From an optimization exercise on the open Yosys and OpenROAD flow, aimed at small area; shortcuts taken in it are not production practice. In this exercise RTL edits were held to simulation tests only and were not proved equivalent to the original. Power and IR drop assume default switching activity.

## willow
## cic5_group
module cic5_group #(
    parameter LANES = 4
) (
    input  wire                clk,
    input  wire                rst,         
    input  wire [8:0]          cfg_r,       
    input  wire                bit_valid,
    input  wire [LANES-1:0]    bit_in,
    output reg                 out_valid,
    output wire [32*LANES-1:0] out_data,
    output reg  [LANES-1:0]    out_ovr
);
==> module cic5_f32, before the edit <==
module cic5_f32 #(
    parameter INI = 0
) (
    input  wire        clk,
    input  wire        rst,
    input  wire        ph0,
    input  wire        ld,
    input  wire        yld,        
    input  wire [5:0]  ldig,
    input  wire [40:0] dval,
    input  wire        ini_step,
    input  wire        ini_bit,
    input  wire [5:0]  sc,         
    output reg         busy,
    output reg  [41:0] rem,
    output wire [31:0] result
);
    function automatic [24:0] add24(input [23:0] a, input [23:0] b, input ci);
        integer n;
        reg cc;
        begin
            cc = ci;
            for (n = 0; n < 24; n = n + 1) begin
                add24[n] = a[n] ^ b[n] ^ cc;
                cc = (a[n] & b[n]) | (a[n] & cc) | (b[n] & cc);
            end
            add24[24] = cc;
        end
    endfunction
    reg  [23:0] f;         
    reg  [5:0]  e6;        
    wire        fnd = |e6;   
    reg         sgn;
    reg         rz;        
    reg         rnd, rq;   
    wire        add  = (INI != 0 && ini_step) | rem[41] | (sgn & rz);
    wire [41:0] x    = {rem[40:0], 1'b0};
    wire [41:0] bop  = add ? {1'b0, dval} : ~{1'b0, dval};
    wire [24:0] lo = add24(x[23:0], bop[23:0], ~add);
    wire [24:0] h0 = add24({6'd0, x[41:24]}, {6'd0, bop[41:24]}, 1'b0);
    wire [17:0] pre;
    assign pre[0] = lo[24];
    genvar g;
    generate for (g = 1; g < 18; g = g + 1) begin : g_pre
        assign pre[g] = lo[24] & (&h0[g-1:0]);
    end endgenerate
    wire [41:0] sum  = {h0[17:0] ^ pre, lo[23:0]};
    wire        sz   = (sum == 42'd0);
    wire        c    = sgn ? (sum[41] | sz) : ~sum[41];
    wire        ru   = c & (~sz | f[0]);
    wire [23:0] finc = {1'b0, f[22:0]} + {23'd0, rq};
    generate
        if (INI != 0) begin : g_ini
            always @(posedge clk)
                rem <= ld ? {ldig, rem[41:6]} : ((ini_step & ~ini_bit) ? x : sum);
        end else begin : g_noini
            always @(posedge clk)
                rem <= ld ? {ldig, rem[41:6]} : sum;
        end
    endgenerate
    always @(posedge clk) begin
        rz <= ~ld & sz;
    end
    always @(posedge clk) begin
        if (rst) begin
            busy <= 1'b0;
        end else if (yld) begin
            sgn  <= ldig[5];
            busy <= 1'b1;
            e6   <= 6'd0;
            f    <= 24'd0;
            rnd  <= 1'b0;
        end else if (busy) begin
            if (!f[23]) begin
                f   <= {f[22:0], c};
                if (!fnd && c) e6 <= ~sc;
                if (!fnd && !c && sc == 6'd41) busy <= 1'b0;
            end else if (!rnd) begin
                rnd <= 1'b1;
                rq  <= ru;
            end else begin
                f[22:0] <= finc[22:0];
                e6      <= e6 + {5'd0, finc[23]};
                busy    <= 1'b0;
            end
        end
    end
    assign result = {sgn, 1'b0, f[23], e6, f[22:0]};
endmodule
Settings: LEC_CHECK=0, CAP_MARGIN=20, CORE_MARGIN=2, CORE_UTILIZATION=40, CTS_CLUSTER_DIAMETER=120, CTS_CLUSTER_SIZE=25, PLACE_DENSITY=0.6, SLEW_MARGIN=20, BUFFER_PORTS_ARGS=-buffer_cell sky130_fd_sc_hd__buf_1, CTS_ARGS=-sink_clustering_enable -repair_clock_nets -sink_clustering_size 25 -sink_clustering_max_diameter 120 -dont_use_dummy_load; clock period 15.0 ns.
standard.sh (not shown) runs the stock make flow with config.mk's settings and CLKGATE_MAP_FILE= SYNTH_SCRIPT=/design/flow/synth_recipe.tcl, a recipe that flattens the netlist after the stock synthesis.
==> flow/flow/run.sh <==
#!/bin/bash
# Layout flow: the standard flow (standard.sh, all steps), with two
# changes to how the layout is made:
#  - the input and output port buffers use the smallest buffer cell
#    (sky130_fd_sc_hd__buf_1) instead of the default delay buffer;
#  - clock tree synthesis inserts no dummy loads and clusters up to 25
#    flip-flops within 120 um per leaf buffer.
# The make output goes to standard.log; ORFS keeps each step's full log
# under orfs/logs/.
set -euo pipefail
cat >> config.mk <<'EOC'
export BUFFER_PORTS_ARGS = -buffer_cell sky130_fd_sc_hd__buf_1
export CTS_ARGS = -sink_clustering_enable -repair_clock_nets -sink_clustering_size 25 -sink_clustering_max_diameter 120 -dont_use_dummy_load
EOC
bash standard.sh > standard.log 2>&1
diff inputs: willow => garnet
--- a/flow/design.v
+++ b/flow/design.v
@@ -13,44 +13,46 @@
     input  wire [5:0]  sc,         
     output reg         busy,
     output reg  [41:0] rem,
     output wire [31:0] result
 );
-    function automatic [24:0] add24(input [23:0] a, input [23:0] b, input ci);
+    function automatic [21:0] add21(input [20:0] a, input [20:0] b, input ci);
         integer n;
         reg cc;
         begin
             cc = ci;
-            for (n = 0; n < 24; n = n + 1) begin
-                add24[n] = a[n] ^ b[n] ^ cc;
+            for (n = 0; n < 21; n = n + 1) begin
+                add21[n] = a[n] ^ b[n] ^ cc;
                 cc = (a[n] & b[n]) | (a[n] & cc) | (b[n] & cc);
             end
-            add24[24] = cc;
+            add21[21] = cc;
         end
     endfunction
     reg  [23:0] f;         
     reg  [5:0]  e6;        
     wire        fnd = |e6;   
     reg         sgn;
+    reg         zacc;      
     reg         rz;        
     reg         rnd, rq;   
     wire        add  = (INI != 0 && ini_step) | rem[41] | (sgn & rz);
     wire [41:0] x    = {rem[40:0], 1'b0};
     wire [41:0] bop  = add ? {1'b0, dval} : ~{1'b0, dval};
-    wire [24:0] lo = add24(x[23:0], bop[23:0], ~add);
-    wire [24:0] h0 = add24({6'd0, x[41:24]}, {6'd0, bop[41:24]}, 1'b0);
-    wire [17:0] pre;
-    assign pre[0] = lo[24];
+    wire [21:0] lo = add21(x[20:0], bop[20:0], ~add);
+    wire [21:0] h0 = add21(x[41:21], bop[41:21], 1'b0);
+    wire [20:0] pre;
+    assign pre[0] = lo[21];
     genvar g;
-    generate for (g = 1; g < 18; g = g + 1) begin : g_pre
-        assign pre[g] = lo[24] & (&h0[g-1:0]);
+    generate for (g = 1; g < 21; g = g + 1) begin : g_pre
+        assign pre[g] = lo[21] & (&h0[g-1:0]);
     end endgenerate
-    wire [41:0] sum  = {h0[17:0] ^ pre, lo[23:0]};
+    wire [41:0] sum  = {h0[20:0] ^ pre, lo[20:0]};
     wire        sz   = (sum == 42'd0);
     wire        c    = sgn ? (sum[41] | sz) : ~sum[41];
     wire        ru   = c & (~sz | f[0]);
     wire [23:0] finc = {1'b0, f[22:0]} + {23'd0, rq};
+    wire        yz   = (ph0 | zacc) & (ldig == 6'd0);
     generate
         if (INI != 0) begin : g_ini
             always @(posedge clk)
                 rem <= ld ? {ldig, rem[41:6]} : ((ini_step & ~ini_bit) ? x : sum);
         end else begin : g_noini
@@ -63,20 +65,20 @@
     end
     always @(posedge clk) begin
         if (rst) begin
             busy <= 1'b0;
         end else if (yld) begin
+            zacc <= yz;
             sgn  <= ldig[5];
-            busy <= 1'b1;
+            busy <= ~yz;
             e6   <= 6'd0;
             f    <= 24'd0;
             rnd  <= 1'b0;
         end else if (busy) begin
             if (!f[23]) begin
                 f   <= {f[22:0], c};
                 if (!fnd && c) e6 <= ~sc;
-                if (!fnd && !c && sc == 6'd41) busy <= 1'b0;
             end else if (!rnd) begin
                 rnd <= 1'b1;
                 rq  <= ru;
             end else begin
                 f[22:0] <= finc[22:0];
==> results.txt <==
Compared with willow, garnet has extra setup slack. Area after detailed placement was lower in willow than in garnet. Summary of garnet over willow: share of the synthesized netlist area taken by xor and xnor gates level, die span in x moved up, via count moved up, wire length on met3 moved down, power per cell area level. willow → garnet: net switching fraction of the power went up 0.43 points; area added between synthesis and finish has remained practically unchanged; relative area of non-clock buffer cells in the final design level. Between garnet and willow, it is garnet whose total power draw is higher, by 1.0%. Higher mapped cell area among garnet and willow: garnet.

==> separate check: timing with driven ports <==
In the flow no input, the clock included, has a driving cell. The finished layouts below were timed again as built, in two steps.
Step 1 sets driving cells, clkbuf_16 on the clock port and buf_2 on the other inputs (assumed; they add their load-dependent delay and slew).
Step 2 times the ports against the registers' clock, not the clock port: input delays grow and output delays shrink by t, the midpoint of the rising clock arrivals with the driver on.
Three values: ideal, step 1, step 2; two values: the first two.
| run | t, ns | setup slack, ns | hold slack, ns | clock arrival spread, ns |
|---|---|---|---|---|
| willow | 0.758 | 0.958 / 0.958 / 0.958 | 0.293 / 0.293 / 0.293 | 0.078 / 0.079 |
| garnet | 0.748 | 2.789 / 2.789 / 2.789 | 0.287 / 0.287 / 0.287 | 0.084 / 0.084 |
After both steps every run listed still meets setup and hold.
